Source: an optimization exercise on an open RTL-to-GDS flow (aim: small area and a short achievable clock period). Production flows keep margins and buffers that such runs may drop. Only simulation tests tie the RTL to the original design; equivalence was not proved. Power is estimated from default activity; no workload was simulated.

$ cat design/flow/design.v
module dram_addr_map (
    input  wire        clk,
    input  wire        rst,             
    input  wire [1:0]  cfg_bays,        
    input  wire [1:0]  cfg_first_quad,  
    input  wire [15:0] cfg_chan_mask,   
    input  wire [9:0]  cfg_cap_gib,     
    input  wire [2:0]  cfg_log2_nr,     
    input  wire        in_valid,
    input  wire [42:0] in_pa,
    output reg         out_valid,
    output reg  [3:0]  out_bay,
    output reg  [15:0] out_set,
    output reg  [20:0] out_tag,
    output reg         out_edge,
    output reg  [1:0]  out_slot,
    output reg  [3:0]  out_chan,
    output reg  [32:0] out_line,
    output reg         out_sub,
    output reg  [10:0] out_col,
    output reg  [2:0]  out_bg,
    output reg  [1:0]  out_bank,
    output reg  [3:0]  out_rank,
    output reg  [19:0] out_row
);
    function [2:0] add3(input [2:0] a, input [2:0] b);
        begin
            add3[0] = (a[0] & b[0]) | (a[1] & b[2]) | (a[2] & b[1]);
            add3[1] = (a[0] & b[1]) | (a[1] & b[0]) | (a[2] & b[2]);
            add3[2] = (a[0] & b[2]) | (a[1] & b[1]) | (a[2] & b[0]);
        end
    endfunction
    function [2:0] cmp13(input [12:0] a, input [12:0] b);
        reg [15:0] g, e;
        reg [12:0] ones;
        reg        eqm;
        integer i, l;
        begin
            for (i = 0; i < 16; i = i + 1) begin
                g[i] = (i < 13) ? (a[i] & ~b[i]) : 1'b0;
                e[i] = (i < 13) ? ~(a[i] ^ b[i]) : 1'b1;
            end
            for (l = 1; l < 16; l = l * 2)
                for (i = 0; i < 16; i = i + 2 * l) begin
                    g[i] = g[i + l] | (e[i + l] & g[i]);
                    e[i] = e[i + l] & e[i];
                end
            ones = a ^ b;
            eqm = ones[0];
            for (i = 0; i < 13; i = i + 1)
                eqm = eqm & (i == 12 ? ~ones[i] | ~a[i]
                                     : (~ones[i+1] | ones[i]) & (~ones[i] | (a[i] == ones[i+1])));
            cmp13 = {g[0] | e[0], e[0], eqm};
        end
    endfunction
    function [15:0] t_logic(input [6:0] x);
        reg [3:0] i;
        reg [1:0] p, f;
        reg       sb;
        reg [6:0] ms2;
        begin
            i[0] = (x == 7'd2) | (x == 7'd3) | (x == 7'd6) | (x == 7'd7) | (x == 7'd10) | (x == 7'd11) | (x == 7'd14) | (x == 7'd15) | (x == 7'd18) | (x == 7'd19) | (x == 7'd22) | (x == 7'd23) | (x == 7'd34) | (x == 7'd35) | (x == 7'd38) | (x == 7'd39) | (x == 7'd42) | (x == 7'd43) | (x == 7'd46) | (x == 7'd47) | (x == 7'd50) | (x == 7'd51) | (x == 7'd54) | (x == 7'd55) | (x == 7'd72) | (x == 7'd73) | (x == 7'd74) | (x == 7'd75) | (x == 7'd76) | (x == 7'd77) | (x == 7'd78) | (x == 7'd79) | (x == 7'd104) | (x == 7'd105) | (x == 7'd106) | (x == 7'd107) | (x == 7'd108) | (x == 7'd109) | (x == 7'd110) | (x == 7'd111);
            i[1] = (x == 7'd4) | (x == 7'd5) | (x == 7'd6) | (x == 7'd7) | (x == 7'd12) | (x == 7'd13) | (x == 7'd14) | (x == 7'd15) | (x == 7'd20) | (x == 7'd21) | (x == 7'd22) | (x == 7'd23) | (x == 7'd40) | (x == 7'd41) | (x == 7'd42) | (x == 7'd43) | (x == 7'd44) | (x == 7'd45) | (x == 7'd46) | (x == 7'd47) | (x == 7'd80) | (x == 7'd81) | (x == 7'd82) | (x == 7'd83) | (x == 7'd84) | (x == 7'd85) | (x == 7'd86) | (x == 7'd87) | (x == 7'd112) | (x == 7'd113) | (x == 7'd114) | (x == 7'd115) | (x == 7'd116) | (x == 7'd117) | (x == 7'd118) | (x == 7'd119);
            i[2] = (x == 7'd8) | (x == 7'd9) | (x == 7'd10) | (x == 7'd11) | (x == 7'd12) | (x == 7'd13) | (x == 7'd14) | (x == 7'd15) | (x == 7'd48) | (x == 7'd49) | (x == 7'd50) | (x == 7'd51) | (x == 7'd52) | (x == 7'd53) | (x == 7'd54) | (x == 7'd55);
            i[3] = (x == 7'd16) | (x == 7'd17) | (x == 7'd18) | (x == 7'd19) | (x == 7'd20) | (x == 7'd21) | (x == 7'd22) | (x == 7'd23);
            p[0] = (x == 7'd6) | (x == 7'd7) | (x == 7'd8) | (x == 7'd9) | (x == 7'd10) | (x == 7'd11) | (x == 7'd18) | (x == 7'd19) | (x == 7'd20) | (x == 7'd21) | (x == 7'd22) | (x == 7'd23) | (x == 7'd42) | (x == 7'd43) | (x == 7'd46) | (x == 7'd47) | (x == 7'd48) | (x == 7'd49) | (x == 7'd50) | (x == 7'd51) | (x == 7'd52) | (x == 7'd53) | (x == 7'd54) | (x == 7'd55);
            p[1] = (x == 7'd12) | (x == 7'd13) | (x == 7'd14) | (x == 7'd15) | (x == 7'd16) | (x == 7'd17) | (x == 7'd18) | (x == 7'd19) | (x == 7'd20) | (x == 7'd21) | (x == 7'd22) | (x == 7'd23);
            sb = (x == 7'd1) | (x == 7'd3) | (x == 7'd5) | (x == 7'd7) | (x == 7'd33) | (x == 7'd35) | (x == 7'd37) | (x == 7'd39) | (x == 7'd65) | (x == 7'd67) | (x == 7'd69) | (x == 7'd71) | (x == 7'd97) | (x == 7'd99) | (x == 7'd101) | (x == 7'd103);
            f[0] = (x == 7'd2) | (x == 7'd3) | (x == 7'd8) | (x == 7'd11) | (x == 7'd14) | (x == 7'd15) | (x == 7'd20) | (x == 7'd21) | (x == 7'd33) | (x == 7'd34) | (x == 7'd37) | (x == 7'd38) | (x == 7'd48) | (x == 7'd49) | (x == 7'd52) | (x == 7'd53) | (x == 7'd72) | (x == 7'd74) | (x == 7'd76) | (x == 7'd78) | (x == 7'd81) | (x == 7'd83) | (x == 7'd85) | (x == 7'd87) | (x == 7'd104) | (x == 7'd106) | (x == 7'd108) | (x == 7'd110) | (x == 7'd113) | (x == 7'd115) | (x == 7'd117) | (x == 7'd119);
            f[1] = (x == 7'd4) | (x == 7'd5) | (x == 7'd7) | (x == 7'd10) | (x == 7'd16) | (x == 7'd17) | (x == 7'd22) | (x == 7'd23) | (x == 7'd35) | (x == 7'd39) | (x == 7'd40) | (x == 7'd44) | (x == 7'd50) | (x == 7'd51) | (x == 7'd54) | (x == 7'd55) | (x == 7'd65) | (x == 7'd67) | (x == 7'd69) | (x == 7'd71) | (x == 7'd80) | (x == 7'd82) | (x == 7'd84) | (x == 7'd86) | (x == 7'd97) | (x == 7'd99) | (x == 7'd101) | (x == 7'd103) | (x == 7'd112) | (x == 7'd114) | (x == 7'd116) | (x == 7'd118);
            ms2[0] = (x == 7'd2) | (x == 7'd3) | (x == 7'd10) | (x == 7'd11) | (x == 7'd12) | (x == 7'd15) | (x == 7'd17) | (x == 7'd19) | (x == 7'd20) | (x == 7'd23);
            ms2[1] = (x == 7'd1) | (x == 7'd3) | (x == 7'd4) | (x == 7'd12) | (x == 7'd18) | (x == 7'd19) | (x == 7'd20) | (x == 7'd33) | (x == 7'd34) | (x == 7'd37) | (x == 7'd38) | (x == 7'd40) | (x == 7'd42) | (x == 7'd44) | (x == 7'd46) | (x == 7'd48) | (x == 7'd51) | (x == 7'd52) | (x == 7'd55);
            ms2[2] = (x == 7'd1) | (x == 7'd3) | (x == 7'd12) | (x == 7'd18) | (x == 7'd19) | (x == 7'd20) | (x == 7'd33) | (x == 7'd37) | (x == 7'd42) | (x == 7'd46) | (x == 7'd48) | (x == 7'd52);
            ms2[3] = (x == 7'd1) | (x == 7'd3) | (x == 7'd12) | (x == 7'd18) | (x == 7'd19) | (x == 7'd20) | (x == 7'd33) | (x == 7'd37) | (x == 7'd42) | (x == 7'd46) | (x == 7'd48) | (x == 7'd52);
            ms2[4] = (x == 7'd1) | (x == 7'd3) | (x == 7'd12) | (x == 7'd18) | (x == 7'd19) | (x == 7'd20) | (x == 7'd33) | (x == 7'd37) | (x == 7'd42) | (x == 7'd46) | (x == 7'd48) | (x == 7'd52);
            ms2[5] = (x == 7'd1) | (x == 7'd3) | (x == 7'd12) | (x == 7'd18) | (x == 7'd19) | (x == 7'd20) | (x == 7'd33) | (x == 7'd37) | (x == 7'd42) | (x == 7'd46) | (x == 7'd48) | (x == 7'd52);
            ms2[6] = (x == 7'd1) | (x == 7'd3) | (x == 7'd12) | (x == 7'd18) | (x == 7'd19) | (x == 7'd20) | (x == 7'd33) | (x == 7'd37) | (x == 7'd42) | (x == 7'd46) | (x == 7'd48) | (x == 7'd52);
            t_logic = {i, p, sb, f, ms2};
        end
    endfunction
    function [1:0] carry5(input [4:0] pl, input [15:0] tl);
        reg [7:0] g, e;
        integer   i, l;
        begin
            for (i = 0; i < 8; i = i + 1) begin
                g[i] = (i < 5) ? (pl[i] & tl[i]) : 1'b0;
                e[i] = (i < 5) ? (pl[i] ^ tl[i]) : 1'b1;
            end
            for (l = 1; l < 8; l = l * 2)
                for (i = 0; i < 8; i = i + 2 * l) begin
                    g[i] = g[i + l] | (e[i + l] & g[i]);
                    e[i] = e[i + l] & e[i];
                end
            carry5 = {g[0] & ~tl[6], ~g[0] & tl[6]};
        end
    endfunction
    reg        v0;
    reg [36:0] pp0;
    reg [1:0]  q0;
    reg        hi0;
    reg        c_lm0, c_lm1, c_lm2;    
    reg [1:0]  c_fq;
    reg [9:0]  c_cap;
    reg [2:0]  c_lg;
    reg [4:1]  c_nh;     
    wire [3:0] fmask = cfg_chan_mask[4*cfg_first_quad +: 4];
    always @(posedge clk) begin
        if (rst) v0 <= 1'b0;
        else     v0 <= in_valid;
        pp0    <= cfg_bays[1] ? in_pa[42:6] :
                  (cfg_bays[0] ? {1'b0, in_pa[42:7]} : {2'b00, in_pa[42:8]});
        q0     <= in_pa[7:6] ^ in_pa[15:14] ^ in_pa[23:22] ^ in_pa[31:30] ^ in_pa[39:38];
        hi0    <= |in_pa[42:32];
        c_lm0  <= (cfg_bays == 2'd0);
        c_lm1  <= (cfg_bays == 2'd1);
        c_lm2  <= cfg_bays[1];           
        c_fq   <= cfg_first_quad;
        c_cap  <= cfg_cap_gib;
        c_lg   <= cfg_log2_nr;
        c_nh[1] <= (fmask == 4'd1) | (fmask == 4'd2) | (fmask == 4'd4) | (fmask == 4'd8);
        c_nh[2] <= (fmask == 4'd3) | (fmask == 4'd5) | (fmask == 4'd6) | (fmask == 4'd9) |
                   (fmask == 4'd10) | (fmask == 4'd12);
        c_nh[3] <= (fmask == 4'd7) | (fmask == 4'd11) | (fmask == 4'd13) | (fmask == 4'd14);
        c_nh[4] <= (fmask == 4'd15);
    end
    wire lm0 = c_lm0;                  
    wire lm1 = c_lm1;                  
    wire lm2 = c_lm2;                  
    wire [1:0] c_bays = {lm2, lm1};    
    reg [11:0] cap3;
    reg [11:0] cg, cpr, ca, cb;
    integer    ci, cl;
    always @(*) begin
        ca = {2'b00, c_cap};
        cb = {1'b0, c_cap, 1'b0};
        cg  = ca & cb;
        cpr = ca ^ cb;
        for (cl = 1; cl < 12; cl = cl * 2)
            for (ci = 11; ci >= 0; ci = ci - 1)
                if ((ci / cl) % 2 == 1) begin
                    cg[ci]  = cg[ci] | (cpr[ci] & cg[(ci / cl) * cl - 1]);
                    cpr[ci] = cpr[ci] & cpr[(ci / cl) * cl - 1];
                end
        cap3 = (ca ^ cb) ^ {cg[10:0], 1'b0};
    end
    wire [11:0] c_ncap = ({12{c_nh[1]}} & {2'b00, c_cap}) | ({12{c_nh[2]}} & {1'b0, c_cap, 1'b0}) |
                         ({12{c_nh[3]}} & cap3) | ({12{c_nh[4]}} & {c_cap, 2'b00});
    wire [37:0] pp = {1'b0, pp0};
    wire [1:0]  q  = q0;
    wire        hi = hi0;
    wire [1:0]  r  = lm2 ? pp[1:0] : lm1 ? {1'b0, pp[0]} : 2'b00;
    reg [2:0]  pf [0:18];    
    reg [2:0]  rem;
    reg [1:0]  dg;
    reg [37:0] dq;           
    integer k, l;
    always @(*) begin
        for (k = 0; k < 19; k = k + 1) begin
            dg = pp[2*(18-k) +: 2];
            pf[k] = {dg == 2'd2, dg == 2'd1, dg == 2'd0 || dg == 2'd3};
        end
        for (l = 1; l < 32; l = l * 2)
            for (k = 2*l - 1; k < 19; k = k + 2*l)
                pf[k] = add3(pf[k], pf[k - l]);
        for (l = 8; l >= 1; l = l / 2)
            for (k = 3*l - 1; k < 19; k = k + 2*l)
                pf[k] = add3(pf[k], pf[k - l]);
        for (k = 0; k < 19; k = k + 1) begin
            rem = (k == 18) ? 3'b001 : pf[17-k];
            dg  = pp[2*k +: 2];
            dq[2*k+1] = rem[2] | (rem[1] & dg[1]);
            dq[2*k]   = (rem[0] & dg[1] & dg[0]) | (rem[1] & ~dg[1]) | (rem[2] & (dg[1] | dg[0]));
        end
    end
    wire [2:0] t_p1 = add3({pf[17][1], pf[17][2], pf[17][0]}, {1'b0, pp[1], ~pp[1]});
    wire [2:0] th = lm2 ? pf[17] : lm1 ? t_p1 : pf[18];
    wire [1:0] t  = {th[2], th[1]};
    wire [35:0] st = {dq[35:2], lm2 ? pp[1] : dq[1], (lm1 | lm2) ? pp[0] : dq[0]};
    wire [15:0] tl = t_logic({c_bays, t, q, hi});
    wire [3:0]  i_idx = tl[15:12];
    wire [1:0]  p     = tl[11:10];
    wire        sb    = tl[9];
    wire [1:0]  f     = tl[8:7];
    wire [6:0]  ms2   = tl[6:0];
    wire [1:0] cc0 = carry5(pp[4:0], t_logic({c_bays, 2'd0, q, hi}));
    wire [1:0] cc1 = carry5(pp[4:0], t_logic({c_bays, 2'd1, q, hi}));
    wire [1:0] cc2 = carry5(pp[4:0], t_logic({c_bays, 2'd2, q, hi}));
    wire [1:0] cc  = ({2{th[0]}} & cc0) | ({2{th[1]}} & cc1) | ({2{th[2]}} & cc2);
    wire       cp  = cc[1];
    wire       cn  = cc[0];
    reg [36:5] v;
    reg [36:22] vz;                    
    integer    bi;
    always @(*) begin
        v = pp[36:5];
        for (bi = 22; bi < 37; bi = bi + 1) begin
            vz[bi] = ~|(pp[36:22] & ~({15{1'b1}} << (bi - 22)) &
                        ({15{1'b1}} << (lm2 ? 2 : lm1 ? 1 : 0)));
            if (bi >= 24 || (bi == 23 && ~lm2) || (bi == 22 && lm0))
                v[bi] = pp[bi] ^ (hi & vz[bi]);
        end
    end
    reg [36:5] z_hi;
    reg [36:5] v_ones, v_zeros;        
    integer    zi;
    always @(*) begin
        v_ones[5]  = 1'b1;
        v_zeros[5] = 1'b1;
        for (zi = 6; zi < 37; zi = zi + 1) begin
            v_ones[zi]  = v_ones[zi-1] & v[zi-1];
            v_zeros[zi] = v_zeros[zi-1] & ~v[zi-1];
        end
        for (zi = 5; zi < 37; zi = zi + 1)
            z_hi[zi] = v[zi] ^ (cp & v_ones[zi]) ^ (cn & v_zeros[zi]);
    end
    wire [2:0] vc    = cmp13(v[36:24], {1'b0, c_ncap});
    wire       in_edge = (cp & v_ones[24]) ? (vc[2] | vc[0]) :
                         (cn & v_zeros[24]) ? (vc[2] & ~vc[1]) : vc[2];
    reg        v1;
    reg [3:0]  b1_i;
    reg [1:0]  b1_p;
    reg [3:0]  b1_mask;
    reg        b1_hk0, b1_hk1, b1_hk2;    
    reg        b1_a0, b1_a1;
    reg        b1_sb;
    reg [1:0]  b1_f;
    reg [4:0]  b1_pl;
    reg [4:0]  b1_ms2;
    reg [1:0]  b1_r;
    reg [35:0] b1_st;
    reg [36:5] b1_zh;
    reg        b1_edge;
    always @(posedge clk) begin
        if (rst) v1 <= 1'b0;
        else     v1 <= v0;
        b1_i    <= i_idx;
        b1_p    <= p;
        b1_mask <= cfg_chan_mask[4*(c_fq + p) +: 4];    
        b1_hk0  <= hi & lm0;
        b1_hk1  <= hi & lm1;
        b1_hk2  <= hi & lm2;
        b1_a0   <= st[0] | ~lm0;
        b1_a1   <= st[1] | lm2;
        b1_sb   <= sb;
        b1_f    <= f;
        b1_pl   <= pp[4:0];
        b1_ms2  <= ms2[4:0];
        b1_r    <= r;
        b1_st   <= st;
        b1_zh   <= z_hi;
        b1_edge <= in_edge;
    end
    wire [3:0] bay  = 4'd3 * {2'b00, c_fq} + b1_i;
    wire [1:0] quad = c_fq + b1_p;
    wire [3:0] h  = (lm2 ? {b1_f, 2'b00} : lm1 ? {1'b0, b1_f, 1'b0} : {2'b00, b1_f}) | {2'b00, b1_r};
    reg  [1:0] hd, hm;
    always @(*) begin
        hd = (h >= 4'd9) ? 2'd3 : (h >= 4'd6) ? 2'd2 : (h >= 4'd3) ? 2'd1 : 2'd0;
        hm = h - 4'd3 * {2'b00, hd};
    end
    reg [33:0] es;
    reg [33:0] ga, pa_, aa, yy;
    integer    ei, el;
    always @(*) begin
        for (ei = 0; ei < 34; ei = ei + 1) begin
            if (ei == 0) begin
                aa[ei] = b1_a0;
                yy[ei] = lm0 & ~b1_hk0;
            end else if (ei == 1) begin
                aa[ei] = b1_a1;
                yy[ei] = lm0 | (lm1 & ~b1_hk1);
            end else begin
                aa[ei] = b1_st[ei];
                yy[ei] = ~((ei % 2 == 0) ? ((b1_hk0 & ei <= 20) | (b1_hk2 & ei <= 22))
                                         : (b1_hk1 & ei <= 21));
            end
            ga[ei]  = aa[ei] & yy[ei];
            pa_[ei] = aa[ei] ^ yy[ei];
        end
        ga[0] = ga[0] | (pa_[0] & ~b1_sb);
        for (el = 1; el < 34; el = el * 2)
            for (ei = 33; ei >= 0; ei = ei - 1)
                if ((ei / el) % 2 == 1) begin
                    ga[ei]  = ga[ei] | (pa_[ei] & ga[(ei / el) * el - 1]);
                    pa_[ei] = pa_[ei] & pa_[(ei / el) * el - 1];
                end
        es[0] = lm0 ? (aa[0] ^ yy[0] ^ ~b1_sb) : hd[0];
        es[1] = lm2 ? hd[1] : (aa[1] ^ yy[1] ^ ga[0]);
        for (ei = 2; ei < 34; ei = ei + 1)
            es[ei] = aa[ei] ^ yy[ei] ^ ga[ei - 1];
    end
    wire [36:0] z = {b1_zh, b1_pl + b1_ms2};
    wire        n2 = c_nh[2];
    wire        n3 = c_nh[3];
    wire        n4 = c_nh[4];
    wire [32:0] x = n3 ? es[32:0] : n4 ? z[34:2] : n2 ? z[33:1] : z[32:0];
    wire [1:0]  zmod = n3 ? hm : n4 ? z[1:0] : n2 ? {1'b0, z[0]} : 2'd0;
    wire [1:0] entry = b1_edge ? 2'd0 : zmod;
    reg  [1:0] cpos;
    reg  [2:0] seen;
    integer    bb;
    always @(*) begin
        cpos = 2'd0;
        seen = 3'd0;
        for (bb = 0; bb < 4; bb = bb + 1) begin
            if (b1_mask[bb]) begin
                if (seen == {1'b0, entry}) cpos = bb[1:0];
                seen = seen + 3'd1;
            end
        end
    end
    wire [19:0] xh   = x[32:13];
    wire [19:0] row  = xh >> c_lg;
    wire [19:0] rank = xh & ~(20'hFFFFF << c_lg);
    always @(posedge clk) begin
        if (rst) out_valid <= 1'b0;
        else     out_valid <= v1;
        out_bay  <= bay;
        out_set  <= b1_st[15:0];
        out_tag  <= {1'b0, b1_st[35:16]};
        out_edge <= b1_edge;
        out_slot <= z[1:0];
        out_chan <= {quad, cpos};
        out_line <= x;
        out_sub  <= x[0];
        out_col  <= {x[10:6], x[2:1], 4'b0000};
        out_bg   <= x[5:3] ^ row[2:0];
        out_bank <= x[12:11] ^ row[4:3];
        out_rank <= rank[3:0];
        out_row  <= row;
    end
endmodule
$ cat design/flow/flow/run.sh
#!/bin/bash
# Standard layout, with plain buf_2 cells as the port buffers (the default
# choice is a slow delay buffer).
set -euo pipefail
export BUFFER_PORTS_ARGS="-buffer_cell sky130_fd_sc_hd__buf_2"
bash standard.sh > standard.log 2>&1
$ cat design/flow/standard.sh
#!/bin/bash
# synth_recipe.tcl (not shown) runs the flow's synth.tcl, then flattens the netlist and writes it again
# the make line also repeats each setting of config.mk as NAME=value (left out here)
make -C /OpenROAD-flow-scripts/flow DESIGN_CONFIG=/design/flow/config.mk WORK_HOME=/design/flow/orfs CLKGATE_MAP_FILE= SYNTH_SCRIPT=/design/flow/synth_recipe.tcl "${@:-finish}"
$ cat design/flow/config.mk
export PLATFORM = sky130hd
export DESIGN_NAME = dram_addr_map
export DESIGN_NICKNAME = dram_addr_map
export VERILOG_FILES = /design/flow/design.v
export SDC_FILE = /design/flow/constraint.sdc
export NUM_CORES = 4
export LEC_CHECK = 0
export ABC_AREA = 1
export CAP_MARGIN = 20
export CORE_MARGIN = 2
export CORE_UTILIZATION = 40
export CTS_CLUSTER_DIAMETER = 80
export CTS_CLUSTER_SIZE = 24
export SLEW_MARGIN = 20
$ cat design/flow/constraint.sdc
create_clock -name core_clock -period 22.0 [get_ports {clk}]
set_input_delay 4.4000 -clock core_clock [delete_from_list [all_inputs] [get_ports {clk}]]
set_output_delay 4.4000 -clock core_clock [all_outputs]
set_load 0.01 [all_outputs]
==> results list, run 1 <==
- Pre-Repair DR Iteration Count: 5
* Number of H-tree levels: 1
* Share of the core filled with cells: 45.5%
- Non-filler cells, final: 3206
- Cell at the root of the clock tree: clkbuf_16
- Number of clock sinks: 269
- In the layout the commonest cells are nand2_1 (764), inv_1 (340), dfxtp_1 (267).
* Initial DRC count: 1207
* Number of instances in the synthesized netlist: 2498
- Maximum number of pins on one net before global-route repair: 59
- In this run the static leakage power is 0.00996 uW.
- Effective utilization at floorplan: between 40% and 50%
- Fin nets: 2870
- Routability cong.: 0.910
- Measured slew at the worst slew-check pin: 0.969 ns
* Adder-cell share of the synthesized area: 10.7%
- Arrival time at the worst endpoint: 6.30 ns
- Global routing finished with a remaining overflow of 0.
* Class of the worst hold path: register to register
- Final number of max-transition violations: 0
* PD cells: slightly above 100 mW/mm2
- CP Data Required Time: 22.45 ns
* Tmin final: about 5.9 ns
- TritonCTS built the clock tree.
- Synth Cell Area: ~0.017 mm2
- Worst vdd rail ir drop: 0.0000583 V
- The number of global-route vias before repair is approximately 16000.
- The worst setup path is launched from a register.
- During synthesis, Yosys emitted a total of 2 warnings.
- The hold violation total from the final report is 0.
* Yosys top cell by area: dfxtp_1
- Total number of placement rows: 75
- In the routed layout, each cell is associated on average with a via count of 5.14.
- No sink is reached through more buffers than the 3 on the longest clock path.
- The number of placed instances, taps included, is between 3000 and 4000.
- For the final routed database, the setup TNS stands at 0 ns.
- Dominant combinational cell family by area after synthesis: simple AND/OR/NAND/NOR gates
- Buffers added on ports: between 150 and 200
- During I/O placement, the number of pins put on the boundary was 202.
* Clock latency of the later-clocked register in the worst-skew pair: 0.55 ns
- Number of max-capacitance violations reported: 0
* Crit path capture type: register
- Via count of the routed design: 16500
- The number of antenna violations at the first check in global routing was 1.
* Number of clock buffers inserted by TritonCTS: 22
- Of the post-synthesis cell area, the dominant cell type holds 31.7%.
- Cell repeated most along the worst path: nand2_1
- Final Skew: approximately 0.03 ns
- Post-Synth Simple-Gate Area: 32.4%
- In this run the remaining antenna-violating nets after routing total 0.
- Setup violation total in the final timing report: 0
* DRT Wirelength: between 40000 and 50000 um
* Share of synthesized registers carrying an async set or reset: 0%
- Period utilization: 26.6%
- Relative to the synthesized area, the layout overhead comes to 12.5%.
- Cell type of the slowest stage on the worst timing path: fa_1
- Of all nets on the critical path, the largest fanout is 11.
* Share of the synthesized netlist area taken by xor and xnor gates: approximately 2.5%
- In this run the vertical extent of the chip is ~210 um.
- After synthesis, the mean cell area works out to 6.79 um2.
- Die footprint: approximately 0.044 mm2
* Status: timing/DRC/antenna clean
* Number of synthesized flops with an enable pin: 0
- Number of setup buffers added after CTS: 0
- Number of synthesized register bits: 269
* Cell area after layout: 0.0191 mm2
- Fraction of the mapped netlist area in compound gates: approximately 13%
- DRC viols: 0
* Sequential fraction of the synthesis area: 31.7%
- Clock-pin slew was measured on the worst setup and hold paths at 0.08 ns.
- Core footprint: 0.0419 mm2
- In this design, the stage delay of the slowest critical-path cell is 0.59 ns.
- Count of different cell masters after synthesis: between 50 and 60
* Leading register cell type out of synthesis: dfxtp_1
* Tot Pwr: 1940 uW
* Most common library cell in the layout ignoring fill and taps: nand2_1
- Path type of the worst setup path: register to register
* Multiplexer fraction of the synthesized cell area: 0.0590%
* Relative slew slack: a little over a third
- Derived from the worst setup path, the maximum achievable clock frequency is between 150 and 200 MHz.
- Post-cts resize count: 0
- RSZ-0062 raised after global routing: no
- Chip width: 210 um
* Post-DR wirelength/cell: roughly 16 um
- Once detailed placement completed, the half-perimeter wirelength came to 38900 um.
- Instance area after placement: 0.0183 mm2
* CTS Hold Buffers Added: 0
- The first global-routing pass estimated 79300 um of wire.
- Fraction of final layout cells with drive strength greater than 1: between 10% and 20%
- Overall Global Routing Usage: around 22%
* Cell types with the largest area share after synthesis: dfxtp_1 (32%), nand2_1 (17%), ha_1 (9.2%)
==> cell usage after synthesis (2+ instances only) <==
library cell and instances:
and2_1 3, nand2_2 6, a21oi_1 90, inv_1 340, nor2_2 5, buf_2 8
clkinv_1 7, buf_6 3, o21bai_1 4, dfxtp_1 269, or2_2 3, nand3_4 4
a221oi_1 5, ha_1 125, a22o_1 2, nor2_1 140, o221ai_1 39, nand3b_1 8
o311ai_0 2, xnor2_1 11, o21ai_1 3, nand3_2 19, nor3_1 21, fa_1 13
o21ai_0 110, o211ai_1 28, xor2_1 37, o2111ai_1 4, nor3_2 2, o21a_1 3
o22ai_1 14, buf_4 17, clkbuf_1 35, a21o_1 4, a22oi_1 30, nand4_1 28
nand2_1 764, nand3_1 254, nor4_1 10, buf_1 13, a31oi_1 4
==> per-layer routing <==
metal	GRT usage, %	wire [um]	part of all wire [%]	up-vias
li1	-	-	-	8439
met5	0	0	0	-
met2	37.4	22500	45	470
met4	5.48	1150	2.3	0
met1	30.3	23800	48	7508
met3	2.41	2290	4.6	66
==> area by class of cell <==
class / count / area (um2)
antenna: 1 / 2.50
inverter: 348 / 1310
clock buffer: 24 / 589
sequential: 269 / 5390
tap: 539 / 674
fill: 4306 / 22900
timing repair buffer: 204 / 1060
clock inverter: 13 / 171
multi-input combinational: 1808 / 9900
==> stage by stage <==
| step | setup slack [ns] | hold WS, ns |
|---|---|---|
| final | 16.14 | 0.323 |
| after global routing | 15.62 | 0.329 |
| after CTS | 16.28 | 0.326 |
| after detailed placement | 15.77 | 0.312 |
| after global placement | 15.83 | 0.315 |
| after floorplan | 16.53 | 0.310 |
==> report_power, final <==
group	leakage [uW]	switching [uW]	internal (uW)
sequential	0.00225	71.7	619
clock	0.000365	207	215
combinational	0.00734	543	286
==> worst max-delay path: cells and delay by family (launching register included) <==
kind,cells,cell delay (ns)
flip-flops,1,0.49
adder cells (fa/ha/maj),3,1.15
buffers and inverters,5,0.82
AND/OR/NAND/NOR,18,2.93
AO/OA/AOI/OAI,3,0.37
==> state kept, by name, indices dropped and copies added (netlist names), 5 cells and up <==
| signal | flops |
|---|---|
| out_set | 16 |
| c_cap | 10 |
| out_line | 33 |
| pp0 | 37 |
| out_tag | 20 |
| out_row | 20 |
| b1_zh | 30 |
| b1_pl | 5 |
| b1_st | 36 |
==> kinds of logic after synthesis <==
group,Yosys count
flip-flops,269
adder cells (fa/ha/maj),138
multiplexers,1
AND/OR/NAND/NOR,1270
XOR/XNOR,48
AO/OA/AOI/OAI,346
buffers and inverters,425
other,1
==> path summary, 6_finish.rpt <==
check | start | end | slack (ns) | cells past startpoint
max | pp0[21] | b1_mask[2] | 16.14 | 29
min | b1_st[0] | out_set[0] | 0.32 | 0
max reg2reg | pp0[21] | b1_mask[2] | 16.14 | 29
min reg2reg | b1_st[0] | out_set[0] | 0.32 | 0
==> run 2, diff against run 1 <==
==> design/flow/flow/run.sh (replaced) <==
#!/bin/bash
# Standard layout, with plain buf_2 cells as the port buffers (the default
# choice is a slow delay buffer), and timing repair aimed at a 16.0 ns setup
# margin on the design's clock (the SDC is unchanged).
set -euo pipefail
export BUFFER_PORTS_ARGS="-buffer_cell sky130_fd_sc_hd__buf_2"
export SETUP_SLACK_MARGIN=16.0
bash standard.sh > standard.log 2>&1
--- a/design/flow/config.mk
+++ b/design/flow/config.mk
@@ -11,4 +11,2 @@
 export CORE_UTILIZATION = 40
-export CTS_CLUSTER_DIAMETER = 80
-export CTS_CLUSTER_SIZE = 24
 export SLEW_MARGIN = 20
==> run 2 against run 1 <==
Compared with the run above: still clean; fmax grew 3.2%; critical path depth shrank 24; final cell count grew 0.69%; via count grew 1.1%.
==> results list, run 2 <==
- Share of the synthesized netlist area taken by xor and xnor gates: between 2 and 2.5%
- In this run, flip-flops and latches consume around a third of the power.
* Count of different cell masters after synthesis: 52
* Pre-Repair DR Iteration Count: 5
* Most common library cell in the layout ignoring fill and taps: nand2_1
- Post-Route Setup TNS: 0 ns
- Post-Synth Simple-Gate Area: 32.4%
* Switch share: between 40% and 50%
- Leaving out fill and tap cells, the most frequent cells in the layout are nand2_1 (763), inv_1 (340), dfxtp_1 (267).
- Class of the worst hold path: register to register
- Nature of the critical path startpoint: input pin
- Summed over all nets, the half-perimeter wirelength after detailed placement is 38900 um.
- The H-tree was split into 2 levels.
* Path type of the worst setup path: input pin to register
- Critical path peak fanout: 32
* Number of instances in the synthesized netlist: 2498
- Cell types with the largest area share after synthesis: dfxtp_1 (32%), nand2_1 (17%), ha_1 (9.2%)
- No sink is reached through more buffers than the 3 on the longest clock path.
* Arrival time at the worst endpoint: 6.05 ns
* Number of max-capacitance violations reported: 0
* Buffers and inverters on the worst path: 3
- The hold violation total from the final report came to 0.
* Initial DRC count: around 1100
- Of the total power, combinational logic draws 40.6%.
- Vias in the first global route: 15700
- Worst reg2reg endpoint: b1_mask[3]
- CTS Hold Buffers Added: 0
- The kind of cell with the highest combined delay along the critical path is buffers and inverters.
* DRT Wirelength: roughly 50000 um
- Cell area after layout: 0.0194 mm2
- Number of clock buffers inserted by TritonCTS: 34
- The register with the most flip-flops in the final layout is pp0.
- Yosys top cell by area: dfxtp_1
- Worst-path clk slew: about 0.05 ns
- Synth Cell Area: between 0.015 and 0.02 mm2
- After global routing the overflow that remains totals 0.
- In this run the critical register-to-register path is launched from pp0[20].
* Dominant combinational cell family by area after synthesis: simple AND/OR/NAND/NOR gates
- Entering global routing, the biggest net connects 59 pins.
* Buffers added on ports: between 150 and 200
- Status: timing/DRC/antenna clean
- The final route contains 16700 vias.
* Instance area after placement: 0.0183 mm2
- Die footprint: 0.0441 mm2
- Routability cong.: around 0.9
* Layout overhead on the synthesized area: 14.3%
* Filler cell count in the final layout: 4305
- Number of synthesized flops with an enable pin: 0
* Relative slew slack: 34.4%
* Syn Area/Cell: 6.79 um2
- Largest incremental delay on the critical path: 0.59 ns
* Number of synthesis warnings: 2
* Final Skew: 0.0159 ns
- Post-DR wirelength/cell: 15.5 um
- Cell internal power was estimated by the tool at between 1000 and 1500 uW.
- Via density per instance: 5.16
- Across all register-to-register paths, the minimum setup slack is 16.47 ns.
* Number of flip-flops in the largest register: 37
* Hold worst-path end: out_tag[18]
- Fraction of final layout cells with drive strength greater than 1: 11.5%
- Area share of the leading cell type in the synthesized netlist: a little under a third
- Leading register cell type out of synthesis: dfxtp_1
* PD cells: 106 mW/mm2
- TritonCTS built the clock tree.
- Lkg Pwr: about 0.01 uW
* Storage element area: 0.00539 mm2
* Cell at the root of the clock tree: clkbuf_16
* Proportion of power drawn by the clock network: 25.6%
- The largest registers in the layout are pp0: 37 flops, b1_st: 36 flops, out_line: 33 flops.
* Clock latency of the later-clocked register in the worst-skew pair: 0.53 ns
- Measured slew at the worst slew-check pin: 0.982 ns
* DRC viols: 0
- Fraction of the mapped netlist area in compound gates: 12.6%
* Multiplexer fraction of the synthesized cell area: less than 1%
- Summing all multi-input logic gate instances after layout gives 0.00991 mm2.
* Dominant cell by count in the synthesized netlist: nand2_1
- Crit path capture type: register
- Initial antenna violation count: 2
- The first global-routing pass estimated 79500 um of wire.
- Total number of placement rows: 75
- Ordered list of cells on the worst path: buf_2 > nor2_1 > buf_4 > inv_1 > o21ai_0
* Min-Delay Path Depth: 0
- Final number of max-transition violations: 0
- Period utilization: 25.8%
- Core footprint: 0.0419 mm2
- Chip width: 210 um
- In the final design database the tool counted 2883 nets.
* Share of synthesized registers carrying an async set or reset: 0%
- RSZ-0062 raised after global routing: no
- The smallest clock period supported by the final layout is computed as 5.68 ns.
- For this run, the top clock speed supported by timing is approximately 180 MHz.
* Start point of the worst min-delay path: b1_st[34]
* Count of antenna-violating nets left after detailed routing: 0
- Die height: 210 um
- For this design, the sink count on the clock tree is 269.
* Adder-cell share of the synthesized area: 10.7%
* R2R cell count: 28
* Sequential fraction of the synthesis area: 31.7%
- The largest individual stage delay along the critical path comes from the cell inv_1.
- At the worst endpoint, the required time is 22.37 ns.
- The analysis attributes to net switching a power of 831 uW.
- Number of synthesized register bits: 269
* Worst vdd rail ir drop: ~0.000050 V
- Effective utilization at floorplan: 40.5%
* I/O pin cnt: 202
- Overall Global Routing Usage: 22.3%
* Top cell types by occurrence after synthesis: nand2_1 (764), inv_1 (340), dfxtp_1 (269)
* Setup violation total in the final timing report: 0
==> run 2: changes by cell type in the layout (fill, tap and decap cells not counted), moves of 5 or more <==
cell,before,now
clkbuf_8,1,6
clkinv_2,1,8
clkbuf_1,0,5
clkbuf_16,23,35
==> run 2: worst register-to-register path: cells and delay by family (launching register included) <==
family                     cells  cell delay [ns]
DFF                            1             0.47
buffers and inverters          6             0.90
AOI/OAI and AO/OA              4             0.53
and+or+nand+nor               16             2.57
adders and majority gates      2             0.99
==> run 2: what timing repair did <==
item | in CTS | in global routing
setup buffers | 0 | 1
gates resized for setup | 0 | 5
endpoints found under the setup margin | 0 | 4
==> run 2: layer usage <==
layer	wire length, um	global-route usage, %
met4	1250	7.21
met5	0	0
met2	22600	37.4
met1	23500	30.1
met3	2710	2.58
==> run 2: cells by family after synthesis <==
logic type,count (synthesis)
fa+ha+maj,138
buf+inv,425
compound gates,346
other cells,1
mux,1
simple gates,1270
flops,269
xor+xnor,48
==> run 2: worst max path at each step <==
| stage | start | to | slack, ns | depth (start not counted) |
|---|---|---|---|---|
| CTS | pp0[21] | b1_mask[3] | 16.25 | 29 |
| global route | pp0[20] | b1_mask[3] | 16.01 | 28 |
| global placement | cfg_bays[1] | pp0[7] | 15.83 | 5 |
| detailed placement | cfg_bays[1] | pp0[7] | 15.77 | 5 |
| finish | cfg_bays[1] | pp0[9] | 16.32 | 5 |
| floorplan | cfg_first_quad[0] | c_nh[1] | 16.53 | 9 |
==> run 2: final cells by class <==
cell class	count	area share, %
antenna	1	0.0129
clock buffer	46	5.04
clock inverter	12	0.374
inverter	348	6.77
multi-input combinational	1808	51.1
sequential	269	27.8
tap	539	3.48
timing repair buffer	205	5.48
==> run 2: power groups by stage <==
stage               sequential [uW]  combinational (uW)  clock (uW)
detailed placement              702                 823           0
global placement                701                 808           0
CTS                             693                 827         539
finish                          692                 832         525
global route                    707                 939         557
floorplan                       718                 542           0
==> run 2: through the flow <==
stage,power [uW],cells,hold WS [ns],utilization (%),setup slack [ns]
finish,2050,3228,0.326,46.3,16.32
global route,2200,3227,0.331,46.3,16.01
CTS,2060,3226,0.329,46.2,16.25
global placement,1510,3168,0.315,43.7,15.83
floorplan,1260,2502,0.310,-,16.53
detailed placement,1520,3168,0.312,43.7,15.77
==> run 3, diff against run 2 <==
==> design/flow/flow/run.sh (replaced) <==
#!/bin/bash
# Standard layout, with plain buf_2 cells as the port buffers (the default
# choice is a slow delay buffer), and timing repair aimed at a 16.6 ns setup
# margin on the design's clock (the SDC is unchanged).
set -euo pipefail
export BUFFER_PORTS_ARGS="-buffer_cell sky130_fd_sc_hd__buf_2"
export SETUP_SLACK_MARGIN=16.6
bash standard.sh > standard.log 2>&1
==> run 3 against run 2 <==
Compared with the run above: first-iteration DRC count decreased by 0.93%; die area unchanged; largest cell class unchanged; via count decreased by 0.20%; non-clock buffer count unchanged.
==> results list, run 3 <==
- During I/O placement, the number of pins put on the boundary was 202.
- The number of placed instances, taps included, is approximately 3200.
- Count of different cell masters after synthesis: 52
- Measured slew at the worst slew-check pin: 0.974 ns
- Number of clock sinks: 269
- During synthesis, Yosys emitted a total of 2 warnings.
- Sequential fraction of the synthesis area: 31.7%
- The synthesized design devotes to its leading area cell type 31.7% of total area.
- The final route contains 16600 vias.
- The number of global-route vias before repair came to 15600.
* Most common library cell in the layout ignoring fill and taps: nand2_1
* Power dissipated by switching net loads: 840 uW
- Path type of the worst setup path: register to output port
- Proportion of power drawn by the clock network: 26.6%
- Setup total negative slack on the finished layout was measured at 0 ns.
- Leading register cell type out of synthesis: dfxtp_1
- Summed over all cells, the static leakage comes to 0.0102 uW.
- Buffers placed on the I/O ports in this run total 190.
- Via density per instance: around 5
- Cell internal power was estimated by the tool at 1300 uW.
- Non-filler cells, final: roughly 3200
- Status: timing/DRC/antenna clean
* GRT overflow: 0
* Final Skew: 0.0154 ns
- The clock tree synthesis step divided the H-tree into 2 levels.
- Once detailed placement completed, the half-perimeter wirelength came to between 30000 and 40000 um.
- Timing would allow up to between 150 and 200 MHz.
- For the worst-skew pair, the clock arrives at the later sink with an insertion delay of 0.54 ns.
- In the layout the commonest cells are nand2_1 (763), inv_1 (337), nand3_1 (252).
* Pre-Repair DR Iteration Count: 6
- The clock passes through at most 3 buffers.
- Ranked by flip-flop count, first place goes to pp0.
- Chip width: about 210 um
- The number of antenna violations at the first check in global routing is 1.
- Worst vdd rail ir drop: 0.0000603 V
- Synthesis produced 2498 cells.
- Number of clock buffers inserted by TritonCTS: 34
- Maximum number of pins on one net before global-route repair: 59
- The smallest clock period supported by the final layout is computed as 5.39 ns.
- For the worst setup path, the data required time is 17.60 ns.
- After layout, the worst path uses 24.5% of the clock period.
* DRT Wirelength: ~50000 um
* Initial DRC count: 1061
- Crit path capture type: output port
- Critical path peak fanout: 1
* RSZ-0062 raised after global routing: yes
* Nature of the critical path startpoint: register
- The slowest stage of the critical path belongs to the cell dfxtp_2.
* Die height: 210 um
- Once detail routing completed, the nets flagged for antenna violations numbered 0.
- Of the cells placed in the final design, the portion with a size suffix greater than 1 is 13.6%.
- Post-DR wirelength/cell: 15.5 um
- The die covers 0.0441 mm2.
* Routability cong.: 0.866
* Overall Global Routing Usage: 22.5%
- Yosys top cell by area: dfxtp_1
- First-pass GRT wire length: 79900 um
- Total number of placement rows: 75
* Ordered list of cells on the worst path: buf_6
- After synthesis the netlist holds a flip-flop and latch count of 269.
- The largest single stage delay on the critical path is 0.35 ns.
- In this run the worst hold path is classified as register to register.
- STA puts the critical path data arrival time at 0.99 ns.
* Number of flip-flops in the largest register: 37
- The share of total power dissipated in sequential elements is between 30% and 40%.
- In the routed design, unresolved DRC markers number 0.
- Count of antenna diodes in the layout: 0
- The synthesized design contains 0 enable-type register cells.
- In the final layout, the registers with the most flip-flops are pp0: 37 flops, b1_st: 36 flops, out_line: 33 flops.
- Across the run, the number of max-cap violations was 0.
* Power share of the combinational group: 40.5%
- Top cell types by occurrence after synthesis: nand2_1 (764), inv_1 (340), dfxtp_1 (269)
* Cell types with the largest area share after synthesis: dfxtp_1 (32%), nand2_1 (17%), ha_1 (9.2%)
- TritonCTS built the clock tree.
- In this run the power density over the cells is 108 mW/mm2.
* Fin nets: 2884
- The cell area that synthesis handed to floorplanning was 0.0170 mm2.
* Core footprint: around 0.042 mm2
* Dominant cell by count in the synthesized netlist: nand2_1
- Effective utilization at floorplan: 40.5%
- The tree is rooted in a clkbuf_16.
- After clock tree synthesis, the clock-pin slew on the worst setup and hold paths is about 0.060 ns.
- Setup violation total in the final timing report: 0
- Buffers and inverters on the worst path: 1
* Share of synthesized registers carrying an async set or reset: 0%
* Syn Area/Cell: 6.79 um2
* Top Family by Delay on Critical Path: flip-flops
- The number of hold buffers added after CTS was 0.
- On the final layout, the worst hold slack is 0.322 ns.
* Layout overhead on the synthesized area: 17.0%
* Hold Violations, Final: 0
- In this run the tightest slew margin relative to its limit is 35.0%.
- In this run switching power makes up 39.3% of total power.
- Final number of max-transition violations: 0
[run 3: cell types whose count changed in the layout (fill, tap and decap cells not counted), sizes merged]
cell	before	now
bufinv	0	3
clkinv	14	9
inv	342	344
clkinvlp	4	5
diode	1	0
clkbuf	46	50
[run 3: metrics by stage]
stage | cell area (um2) | util, % | setup WS, ns | total power, uW
3_3_place_gp | 18300 | 43.7 | 15.83 | 1510
3_5_place_dp | 18300 | 43.7 | 15.88 | 1530
6_report | 19800 | 47.3 | 16.61 | 2140
4_1_cts | 19700 | 46.9 | 16.57 | 2130
2_1_floorplan | 17000 | - | 16.63 | 1260
5_1_grt | 19800 | 47.3 | 16.58 | 2290
[run 3: worst paths after layout]
kind               from     endpoint  slack [ns]  cells past startpoint
max          out_tag[6]   out_tag[6]       16.61                      1
min           b1_st[35]  out_tag[19]        0.32                      0
max reg2reg     pp0[20]   b1_mask[3]       16.95                     29
min reg2reg   b1_st[35]  out_tag[19]        0.32                      0
[run 3: final cells by class]
type | instances | area (um2)
fillers | 4224 | 22100
multi-input cells | 1808 | 9960
flip-flops and latches | 269 | 5450
inverters | 348 | 1320
repair buffers | 205 | 1290
clock buffers | 50 | 1000
well taps | 539 | 674
clock inverters | 12 | 146
repair inverters | 1 | 7.51
[run 3: repair_timing]
| item | CTS | global route |
|---|---|---|
| resized for setup | 59 | 46 |
| setup buffers | 0 | 1 |
| endpoints found under the setup margin | 79 | 65 |
| gates cloned | 0 | 1 |
[run 3: kinds of logic (layout without fill, tap and decap cells)]
| group | Yosys count | in the layout | share of synthesized area [%] |
|---|---|---|---|
| compound gates | 346 | 346 | 12.6 |
| xor+xnor | 48 | 48 | 2.48 |
| fa+ha+maj | 138 | 138 | 10.7 |
| buf+inv | 425 | 616 | 10.0 |
| flops | 269 | 269 | 31.7 |
| mux | 1 | 1 | 0.0590 |
| other cells | 1 | 5 | 0.0221 |
| simple gates | 1270 | 1270 | 32.4 |
[run 3: power groups by stage]
stage,clock (uW),combinational [uW],sequential [uW]
floorplan,0,542,718
global placement,0,811,699
detailed placement,0,827,700
global route,602,972,717
finish,569,865,702
CTS,584,849,699
[run 3: per-layer routing]
| metal | routed length (um) | GRT usage (%) | part of all wire (%) |
|---|---|---|---|
| met1 | 23400 | 30.2 | 47 |
| met2 | 22900 | 37.8 | 46 |
| met3 | 2710 | 2.67 | 5.4 |
| met4 | 1270 | 7.04 | 2.5 |
| met5 | 13 | 0 | 0.026 |
==> run 4, diff against run 3 <==
--- a/design/flow/design.v
+++ b/design/flow/design.v
@@ -32,6 +32,4 @@
     endfunction
-    function [2:0] cmp13(input [12:0] a, input [12:0] b);
+    function ge10(input [9:0] a, input [9:0] b);
         reg [15:0] g, e;
-        reg [12:0] ones;
-        reg        eqm;
         integer i, l;
@@ -39,4 +37,4 @@
             for (i = 0; i < 16; i = i + 1) begin
-                g[i] = (i < 13) ? (a[i] & ~b[i]) : 1'b0;
-                e[i] = (i < 13) ? ~(a[i] ^ b[i]) : 1'b1;
+                g[i] = (i < 10) ? (a[i] & ~b[i]) : 1'b0;
+                e[i] = (i < 10) ? ~(a[i] ^ b[i]) : 1'b1;
             end
@@ -47,8 +45,3 @@
                 end
-            ones = a ^ b;
-            eqm = ones[0];
-            for (i = 0; i < 13; i = i + 1)
-                eqm = eqm & (i == 12 ? ~ones[i] | ~a[i]
-                                     : (~ones[i+1] | ones[i]) & (~ones[i] | (a[i] == ones[i+1])));
-            cmp13 = {g[0] | e[0], e[0], eqm};
+            ge10 = g[0] | e[0];
         end
@@ -129,20 +122,2 @@
     wire [1:0] c_bays = {lm2, lm1};    
-    reg [11:0] cap3;
-    reg [11:0] cg, cpr, ca, cb;
-    integer    ci, cl;
-    always @(*) begin
-        ca = {2'b00, c_cap};
-        cb = {1'b0, c_cap, 1'b0};
-        cg  = ca & cb;
-        cpr = ca ^ cb;
-        for (cl = 1; cl < 12; cl = cl * 2)
-            for (ci = 11; ci >= 0; ci = ci - 1)
-                if ((ci / cl) % 2 == 1) begin
-                    cg[ci]  = cg[ci] | (cpr[ci] & cg[(ci / cl) * cl - 1]);
-                    cpr[ci] = cpr[ci] & cpr[(ci / cl) * cl - 1];
-                end
-        cap3 = (ca ^ cb) ^ {cg[10:0], 1'b0};
-    end
-    wire [11:0] c_ncap = ({12{c_nh[1]}} & {2'b00, c_cap}) | ({12{c_nh[2]}} & {1'b0, c_cap, 1'b0}) |
-                         ({12{c_nh[3]}} & cap3) | ({12{c_nh[4]}} & {c_cap, 2'b00});
     wire [37:0] pp = {1'b0, pp0};
@@ -215,5 +190,2 @@
     end
-    wire [2:0] vc    = cmp13(v[36:24], {1'b0, c_ncap});
-    wire       in_edge = (cp & v_ones[24]) ? (vc[2] | vc[0]) :
-                         (cn & v_zeros[24]) ? (vc[2] & ~vc[1]) : vc[2];
     reg        v1;
@@ -221,5 +193,3 @@
     reg [1:0]  b1_p;
-    reg [3:0]  b1_mask;
     reg        b1_hk0, b1_hk1, b1_hk2;    
-    reg        b1_a0, b1_a1;
     reg        b1_sb;
@@ -228,6 +198,4 @@
     reg [4:0]  b1_ms2;
-    reg [1:0]  b1_r;
     reg [35:0] b1_st;
     reg [36:5] b1_zh;
-    reg        b1_edge;
     always @(posedge clk) begin
@@ -237,3 +205,2 @@
         b1_p    <= p;
-        b1_mask <= cfg_chan_mask[4*(c_fq + p) +: 4];    
         b1_hk0  <= hi & lm0;
@@ -241,4 +208,2 @@
         b1_hk2  <= hi & lm2;
-        b1_a0   <= st[0] | ~lm0;
-        b1_a1   <= st[1] | lm2;
         b1_sb   <= sb;
@@ -247,6 +212,4 @@
         b1_ms2  <= ms2[4:0];
-        b1_r    <= r;
         b1_st   <= st;
         b1_zh   <= z_hi;
-        b1_edge <= in_edge;
     end
@@ -254,2 +217,4 @@
     wire [1:0] quad = c_fq + b1_p;
+    wire [3:0] mask = cfg_chan_mask[4*quad +: 4];    
+    wire [1:0] b1_r = lm2 ? b1_st[1:0] : lm1 ? {1'b0, b1_st[0]} : 2'b00;
     wire [3:0] h  = (lm2 ? {b1_f, 2'b00} : lm1 ? {1'b0, b1_f, 1'b0} : {2'b00, b1_f}) | {2'b00, b1_r};
@@ -266,6 +231,6 @@
             if (ei == 0) begin
-                aa[ei] = b1_a0;
+                aa[ei] = b1_st[0] | ~lm0;
                 yy[ei] = lm0 & ~b1_hk0;
             end else if (ei == 1) begin
-                aa[ei] = b1_a1;
+                aa[ei] = b1_st[1] | lm2;
                 yy[ei] = lm0 | (lm1 & ~b1_hk1);
@@ -295,18 +260,13 @@
     wire        n4 = c_nh[4];
-    wire [32:0] x = n3 ? es[32:0] : n4 ? z[34:2] : n2 ? z[33:1] : z[32:0];
+    wire [33:0] x34 = n3 ? es[33:0] : n4 ? z[35:2] : n2 ? z[34:1] : z[33:0];
+    wire [32:0] x = x34[32:0];
+    wire        in_edge = ge10(x34[33:24], c_cap);
     wire [1:0]  zmod = n3 ? hm : n4 ? z[1:0] : n2 ? {1'b0, z[0]} : 2'd0;
-    wire [1:0] entry = b1_edge ? 2'd0 : zmod;
-    reg  [1:0] cpos;
-    reg  [2:0] seen;
-    integer    bb;
-    always @(*) begin
-        cpos = 2'd0;
-        seen = 3'd0;
-        for (bb = 0; bb < 4; bb = bb + 1) begin
-            if (b1_mask[bb]) begin
-                if (seen == {1'b0, entry}) cpos = bb[1:0];
-                seen = seen + 3'd1;
-            end
-        end
-    end
+    wire [5:0] em = {zmod, mask};
+    wire [1:0] cpos_z, cpos_0;
+    assign cpos_z[0] = (em == 6'd2) | (em == 6'd6) | (em == 6'd8) | (em == 6'd10) | (em == 6'd14) | (em == 6'd19) | (em == 6'd23) | (em == 6'd25) | (em == 6'd26) | (em == 6'd27) | (em == 6'd28) | (em == 6'd31) | (em == 6'd43) | (em == 6'd45) | (em == 6'd46) | (em == 6'd63);
+    assign cpos_z[1] = (em == 6'd4) | (em == 6'd8) | (em == 6'd12) | (em == 6'd21) | (em == 6'd22) | (em == 6'd25) | (em == 6'd26) | (em == 6'd28) | (em == 6'd29) | (em == 6'd30) | (em == 6'd39) | (em == 6'd43) | (em == 6'd45) | (em == 6'd46) | (em == 6'd47) | (em == 6'd63);
+    assign cpos_0[0] = (mask == 4'd2) | (mask == 4'd6) | (mask == 4'd8) | (mask == 4'd10) | (mask == 4'd14);
+    assign cpos_0[1] = (mask == 4'd4) | (mask == 4'd8) | (mask == 4'd12);
+    wire [1:0] cpos = in_edge ? cpos_0 : cpos_z;
     wire [19:0] xh   = x[32:13];
@@ -320,3 +280,3 @@
         out_tag  <= {1'b0, b1_st[35:16]};
-        out_edge <= b1_edge;
+        out_edge <= in_edge;
         out_slot <= z[1:0];
==> run 4 against run 3 <==
Compared with the run above: global-route usage is 1.6 points lower; largest power group unchanged; total power fell by 4.5%; register-to-register slack improved by 0.07 ns; worst setup slack got worse by 0.051 ns; cell area shrank 4.9%.
==> results list, run 4 <==
- Setup violation total in the final timing report: 0
- Lkg Pwr: 0.00964 uW
- The cell area that synthesis handed to floorplanning was 0.0158 mm2.
- Data arrives at the worst endpoint at 1.04 ns.
- Leading register cell type out of synthesis: dfxtp_1
- The clock net in this run drives a total of 260 sinks.
* Largest incremental delay on the critical path: 0.36 ns
* Initial antenna violation count: 1
- The startpoint identified for the worst register-to-register timing path is c_lm0.
* Layout overhead on the synthesized area: 19.3%
- Among all cell types in the netlist, the one instantiated most often is nand2_1.
- Syn Area/Cell: 7.11 um2
- Leaving out fill and tap cells, the most frequent cell in the layout is nand2_1.
* Die footprint: just over 0.04 mm2
* Sequential fraction of the synthesis area: 32.9%
- Yosys printed 2 warnings.
- The synthesized netlist devotes 30.7% of its cell area to simple gates.
- The detail route stage leaves a number of antenna-violating nets equal to 0.
- Effective utilization at floorplan: 40.8%
- Hold Violations, Final: 0
- No sink is reached through more buffers than the 3 on the longest clock path.
- Vias in the first global route: 13600
- STA classifies the critical path startpoint as a register.
- Together, buffers and inverters on the worst path number 1.
- Crit path capture type: output port
* Count of different cell masters after synthesis: 58
* CP Data Required Time: 17.60 ns
- Clock skew on the completed layout was measured at 0.0135 ns.
- I/O pin cnt: 202
- Crit path capture: out_set[14]
- The die is between 200 and 250 um tall.
* Share of synthesized registers carrying an async set or reset: 0%
* Share of the synthesized netlist area taken by xor and xnor gates: 4.61%
- Number of clock buffers inserted by TritonCTS: 28
* Core footprint: 0.0388 mm2
- The completed layout was analyzed and its total power is just over 2000 uW.
- Walking the worst path, the cells encountered are buf_6.
* Period utilization: 24.7%
* Total number of placement rows: 72
- Worst reg2reg endpoint: out_chan[0]
- Peak clock frequency supported by timing: 184 MHz
- The count of buffers added on input and output ports is 190.
- The first global-routing pass estimated about 70000 um of wire.
* Biggest registers after layout: pp0: 37 flops, b1_st: 36 flops, out_line: 33 flops
- For flop-to-flop paths, the worst setup slack is 17.02 ns.
* Number of instances in the synthesized netlist: 2226
* Count of antenna diodes in the layout: 0
* Chip width: 203 um
- In this run the number of cells on the critical path is 1.
* Most flop-heavy register: pp0
* Class of the worst hold path: register to register
* Path type of the worst setup path: register to output port
- Along the worst path, the maximum fanout reaches 1.
* Top Family by Delay on Critical Path: flip-flops
- The HPWL after detailed placement is 34700 um.
- Counting cells, the worst reg-to-reg path comes to 33.
* Dominant combinational cell family by area after synthesis: simple AND/OR/NAND/NOR gates
- Source of the critical timing path: out_set[14]
- Area share of the leading cell type in the synthesized netlist: 32.9%
- Dividing the detail-routed via count by the number of cells gives about 5.
- In this run the power density over the cells is 108 mW/mm2.
- Of the cells placed in the final design, the portion with a size suffix greater than 1 is 18.2%.
- Timing analysis after detailed placement gives a worst setup slack of 15.83 ns.
- Minimum setup slack in the final design: 16.56 ns
- TritonCTS built the clock tree.
- Worst-path clk slew: about 0.060 ns
- The root buffer cell chosen for the clock tree is clkbuf_16.
- Via count of the routed design: 14800
* Top cell types by occurrence after synthesis: nand2_1 (618), inv_1 (300), dfxtp_1 (260)
* Number of synthesized flops with an enable pin: 0
- Worst vdd rail ir drop: 0.0000569 V
* Status: timing/DRC/antenna clean
- Number of flip-flops in the largest register: 37
- Cell type of the slowest stage on the worst timing path: dfxtp_4
- After detailed routing, the number of remaining DRC violations is 0.
- Across the run, the number of max-cap violations was 0.
- Setup repair after global routing could not meet its margin everywhere.
- Number of H-tree levels: 1
- Commonest cells after routing, fill and taps aside: nand2_1 (614), inv_1 (294), nand3_1 (218)
- Routability cong.: between 0.8 and 0.9
* Fraction of the mapped netlist area in compound gates: 12.2%
* Number of synthesized register bits: 260
* Relative slew slack: 45.3%
- Fin nets: 2599
- For the worst-skew pair, the clock arrives at the later sink with an insertion delay of approximately 0.56 ns.
- Post-Route Setup TNS: 0 ns
- Tmin final: 5.44 ns
- Across every metal layer, demand over resource in global routing totals 20.9%.
- Maximum number of pins on one net before global-route repair: between 40 and 50
- In this run, the number of DRC markers left after iteration 0 of detailed routing was between 1000 and 1500.
- Of the post-synthesis cell area, the part taken by muxes is less than 1%.
- Cell types with the largest area share after synthesis: dfxtp_1 (33%), nand2_1 (15%), ha_1 (8.8%)
- GRT overflow: 0
- Post-DR wirelength/cell: about 15 um
* Pre-Repair DR Iteration Count: 6
- After Yosys synthesis, full adders, half adders and majority gates account for 9.91% of the synthesized area.
- The final count of pins violating max slew came to 0.
* Measured slew at the worst slew-check pin: 0.819 ns
- DRT Wirelength: 44500 um
- Yosys top cell by area: dfxtp_1
run 4: cell count changes after synthesis, moves of 11 or more:
cell     before  now
xor2_1       37   50
xor2_2        0   11
nand2_4       0   15
inv_1       340  300
nand2_1     764  618
nor2_1      140  115
ha_1        125  111
o21ai_0     110   95
nand3_1     254  218
nand3_2      19    8
a21oi_1      90   64
run 4: worst min-delay path by stage:
stage	endpoint	cells past startpoint	slack, ns	from
detailed placement	out_tag[18]	0	0.32	b1_st[34]
finish	out_tag[19]	0	0.34	b1_st[35]
CTS	out_tag[19]	0	0.34	b1_st[35]
global placement	out_tag[19]	0	0.31	b1_st[35]
global route	out_tag[19]	0	0.34	b1_st[35]
floorplan	out_tag[18]	0	0.31	b1_st[34]
run 4: final cells by class:
type,instances,area [um2]
inverters,310,1170
well taps,518,648
clock inverters,19,209
repair buffers,207,1520
fillers,3785,19900
clock buffers,33,761
repair inverters,1,7.51
flip-flops and latches,260,5290
multi-input cells,1592,9280
run 4: kinds of logic after synthesis:
logic type | Yosys count
xor+xnor | 74
other cells | 1
simple gates | 1083
flops | 260
compound gates | 306
buf+inv | 378
fa+ha+maj | 120
mux | 4
run 4: repair_timing:
item / in CTS / in global routing
gates resized for setup: 69 / 84
hold buffers: 0 / 0
setup buffers: 0 / 7
pin swaps: 0 / 12
gates cloned: 0 / 1
setup endpoints to repair: 152 / 138
run 4: through the flow:
| step | utilization, % | std cells | cell area, um2 | hold WS, ns |
|---|---|---|---|---|
| finish | 48.6 | 2940 | 18900 | 0.336 |
| global route | 48.6 | 2940 | 18900 | 0.342 |
| CTS | 47.7 | 2932 | 18500 | 0.340 |
| detailed placement | 44.5 | 2880 | 17300 | 0.317 |
| global placement | 44.5 | 2880 | 17300 | 0.312 |
| floorplan | - | 2230 | 15900 | 0.310 |
run 4: metal layers:
| metal | track usage (%) | routed length, um | vias up |
|---|---|---|---|
| li1 | - | - | 7610 |
| met3 | 3.27 | 2830 | 66 |
| met1 | 30.2 | 21700 | 6660 |
| met5 | 0 | 0 | - |
| met4 | 5.37 | 993 | 0 |
| met2 | 32.2 | 18900 | 468 |
run 4: power by group:
part	switching, uW	total [uW]	leakage [uW]	internal (uW)
logic	512	855	0.00699	343
registers	92.3	697	0.00219	605
clock network	203	488	0.000463	285
total	807	2040	0.00964	1230
==> run 5, diff against run 4 <==
==> design/flow/flow/run.sh (replaced) <==
#!/bin/bash
# Standard layout, with plain buf_2 cells as the port buffers (the default
# choice is a slow delay buffer), and timing repair aimed at a 17.0 ns setup
# margin on the design's clock (the SDC is unchanged).
set -euo pipefail
export BUFFER_PORTS_ARGS="-buffer_cell sky130_fd_sc_hd__buf_2"
export SETUP_SLACK_MARGIN=17.0
bash standard.sh > standard.log 2>&1
==> run 5 against run 4 <==
Compared with the run above: die area unchanged; synthesized cell count unchanged; synthesized area unchanged; global-route usage increased by 0.39 points; clock power increased by 11%; via count increased by 0.43%; worst setup slack about the same; critical path type unchanged.
==> results list, run 5 <==
- The run finished with no timing, DRC or antenna violations.
* PD cells: roughly 110 mW/mm2
* Layout overhead on the synthesized area: 20.8%
- Buffers and inverters on the worst path: 1
- Core footprint: ~0.039 mm2
- Measured against the total synthesized area, the mux share comes to less than 1%.
* Vias in the first global route: 13800
* GRT overflow: 0
- Fraction of the mapped netlist area in compound gates: 12.2%
- Measured against its own limit, the worst slew margin works out to around 48%.
* Peak clock frequency supported by timing: 184 MHz
* Worst reg2reg endpoint: out_chan[0]
- Ordered list of cells on the worst path: buf_6
- Number of synthesized register bits: 260
* Cell at the root of the clock tree: clkbuf_16
* Share of the core filled with cells: ~49%
* Path type of the worst setup path: register to output port
- In the final layout, the registers with the most flip-flops are pp0: 37 flops, b1_st: 36 flops, out_line: 33 flops.
* Final number of max-transition violations: 0
- Storage element area: 0.00527 mm2
* Worst-case clock buffer depth: 3
- Commonest cells after routing, fill and taps aside: nand2_1 (612), inv_1 (293), nand3_1 (218)
- Filler cell count in the final layout: 3831
- Total number of cells along the worst setup path: 1
- In the routed layout, each cell is associated on average with a via count of 5.03.
* Nature of the critical path startpoint: register
- The die is roughly 200 um wide.
* R2R cell count: 33
- In the post-synthesis netlist, the biggest area contributors are dfxtp_1 (33%), nand2_1 (15%), ha_1 (8.8%).
- Hold Violations, Final: 0
* Class of the worst hold path: register to register
* Lkg Pwr: 0.00979 uW
- Buffers added on ports: 190
- In the final routed layout, each cell accounts on average for around 15 um.
* Setup violation total in the final timing report: 0
- Period utilization: around 25%
* Cell type of the slowest stage on the worst timing path: dfxtp_4
- Clock latency of the later-clocked register in the worst-skew pair: 0.57 ns
* Arrival time at the worst endpoint: about 1.0 ns
- The synthesized netlist occupies a cell area of around 0.016 mm2.
- Adder-cell share of the synthesized area: slightly below 10%
- I/O pin cnt: a little over 200
* Post-Synth Simple-Gate Area: 30.7%
* Worst-path clk slew: approximately 0.07 ns
- Number of H-tree levels: 1
* Count of antenna diodes in the layout: 0
- After synthesis, the largest family of logic cells by area is simple AND/OR/NAND/NOR gates.
- DRT Wirelength: 45000 um
* Largest incremental delay on the critical path: 0.35 ns
* Number of flip-flops in the largest register: 37
- Dividing the synthesized area by the synthesized cell count gives 7.11 um2.
* Pre-Repair DR Iteration Count: 8
- The die covers 0.0412 mm2.
- DRC viols: 0
- Area of the multi-input gates: 0.00937 mm2
- The tool flagged a number of max-cap violations equal to 0.
* Initial DRC count: ~1200
- The worst register-to-register path begins at c_lm0.
* Post-Route Setup TNS: 0 ns
- Number of synthesized flops with an enable pin: 0
* Source of the critical timing path: out_tag[0]
- Routability cong.: about 0.88
- Number of clock sinks: 260
* Internal reg-to-reg setup slack: 16.97 ns
- In this run the remaining antenna-violating nets after routing total 0.
* CP Data Required Time: 17.60 ns
* Effective utilization at floorplan: 40.8%
- At the end of the flow, the number of nets in the layout was 2611.
- Crit path capture type: output port
- Final Skew: 0.0131 ns
* Sequential fraction of the synthesis area: between 30% and 40%
* Die height: ~200 um
- DPL Wire Length: 35000 um
* Worst Hold Margin: about 0.33 ns
- RSZ-0062 raised after global routing: yes
- Tmin final: between 5 and 6 ns
- TritonCTS built the clock tree.
* Area share of the leading cell type in the synthesized netlist: 32.9%
* Initial antenna violation count: 0
* Measured slew at the worst slew-check pin: 0.780 ns
- Maximum number of pins on one net before global-route repair: 44
- Overall Global Routing Usage: a little over a fifth
- Hold repair after CTS inserted 0 buffers.
- For this run, the number of Yosys warnings is 2.
* Count of different cell masters after synthesis: between 50 and 60
* Top cell types by occurrence after synthesis: nand2_1 (618), inv_1 (300), dfxtp_1 (260)
- Top Family by Delay on Critical Path: flip-flops
* Critical path peak fanout: 1
- Yosys top cell by area: dfxtp_1
* Fraction of final layout cells with drive strength greater than 1: 18.6%
- First-pass GRT wire length: between 70000 and 80000 um
* Crit path capture: out_tag[0]
* Most flop-heavy register: pp0
- Among all cell types in the netlist, the one instantiated most often is nand2_1.
* Via count of the routed design: about 15000
* Share of the synthesized netlist area taken by xor and xnor gates: 4.61%
- Synthesis produced around 2200 cells.
* Total number of placement rows: 72
* Worst vdd rail ir drop: 0.0000621 V
- Share of synthesized registers carrying an async set or reset: 0%
- The library cell used most frequently in the layout, excluding fill and tap cells, is nand2_1.
- Leading register cell type out of synthesis: dfxtp_1
- TritonCTS created 30 clock buffers.
run 5: cell counts after synthesis:
No cell type changed its count.
run 5: cell families after synthesis:
family | count (synthesis)
multiplexers | 4
adder cells (fa/ha/maj) | 120
AO/OA/AOI/OAI | 306
buffers and inverters | 378
AND/OR/NAND/NOR | 1083
XOR/XNOR | 74
other | 1
flip-flops | 260
run 5: layout make-up:
cell class	count	share of cell area [%]
clock buffers	36	4.26
clock inverters	20	1.50
inverters	310	6.15
multi-input cells	1594	49.0
flip-flops and latches	260	27.6
well taps	518	3.39
repair buffers	216	8.16
run 5: layer usage:
layer  GRT usage, %  up-vias  part of all wire (%)
li1               -     7633                     -
met1           31.1     6696                    48
met2           33.0      477                    43
met3           2.46       62                   6.0
met4           5.66        0                   2.2
met5              0        -                     0
run 5: worst min-delay path by stage:
stage | start | endpoint | slack [ns] | cells after the start
after floorplan | b1_st[34] | out_tag[18] | 0.31 | 0
after global placement | b1_st[35] | out_tag[19] | 0.31 | 0
after detailed placement | b1_st[35] | out_tag[19] | 0.32 | 0
after CTS | b1_st[35] | out_tag[19] | 0.33 | 0
after global routing | b1_st[35] | out_tag[19] | 0.34 | 0
final | b1_st[35] | out_tag[19] | 0.33 | 0
run 5: per-stage QoR:
step | setup slack, ns | area [um2] | power (uW) | std cells
global route | 16.53 | 19100 | 2250 | 2954
CTS | 16.52 | 18800 | 2070 | 2944
global placement | 16.04 | 17300 | 1450 | 2880
detailed placement | 16.04 | 17300 | 1460 | 2880
finish | 16.56 | 19100 | 2110 | 2954
floorplan | 16.36 | 16100 | 1210 | 2230
run 5: where the power goes:
group	switching (uW)	internal [uW]
Sequential	93.5	604
Combinational	519	348
Clock	205	337
run 5: what timing repair did:
item	4_1_cts	5_1_grt
buffers inserted	7	9
endpoints found under the setup margin	157	132
gates cloned	1	1
pin swaps	8	17
gates resized for setup	80	72

[what the ideal ports hide]
No port has a modelled driver above. Below, the same layouts with a new extraction and two added sets of constraints. Step 1: set_driving_cell puts a clkbuf_16 on clk and a buf_2 on each other input, an assumption about the parent block. Step 2 moves the port delays by t, midway between the first and last clock arrival at a register: inputs arrive t later, outputs are due t later. That takes back most of the time a late clock gives input paths. Three values: ideal, step 1, step 2; two values: the first two.
| run | t (ns) | setup slack, ns | worst data-port slew with drivers (ns) |
|---|---|---|---|
| run 1 | 0.583 | 16.142 / 16.142 / 15.761 | 0.06 |
| run 2 | 0.573 | 16.324 / 16.353 / 15.780 | 0.06 |
| run 3 | 0.583 | 16.611 / 16.558 / 16.114 | 0.05 |
| run 4 | 0.608 | 16.560 / 16.509 / 15.989 | 0.05 |
| run 5 | 0.615 | 16.560 / 16.506 / 16.067 | 0.05 |
After both steps setup and hold are still met in every run listed. The setup slack of run 4, which loses most, moves by -0.051 ns with the drivers and by -0.571 ns with both steps.
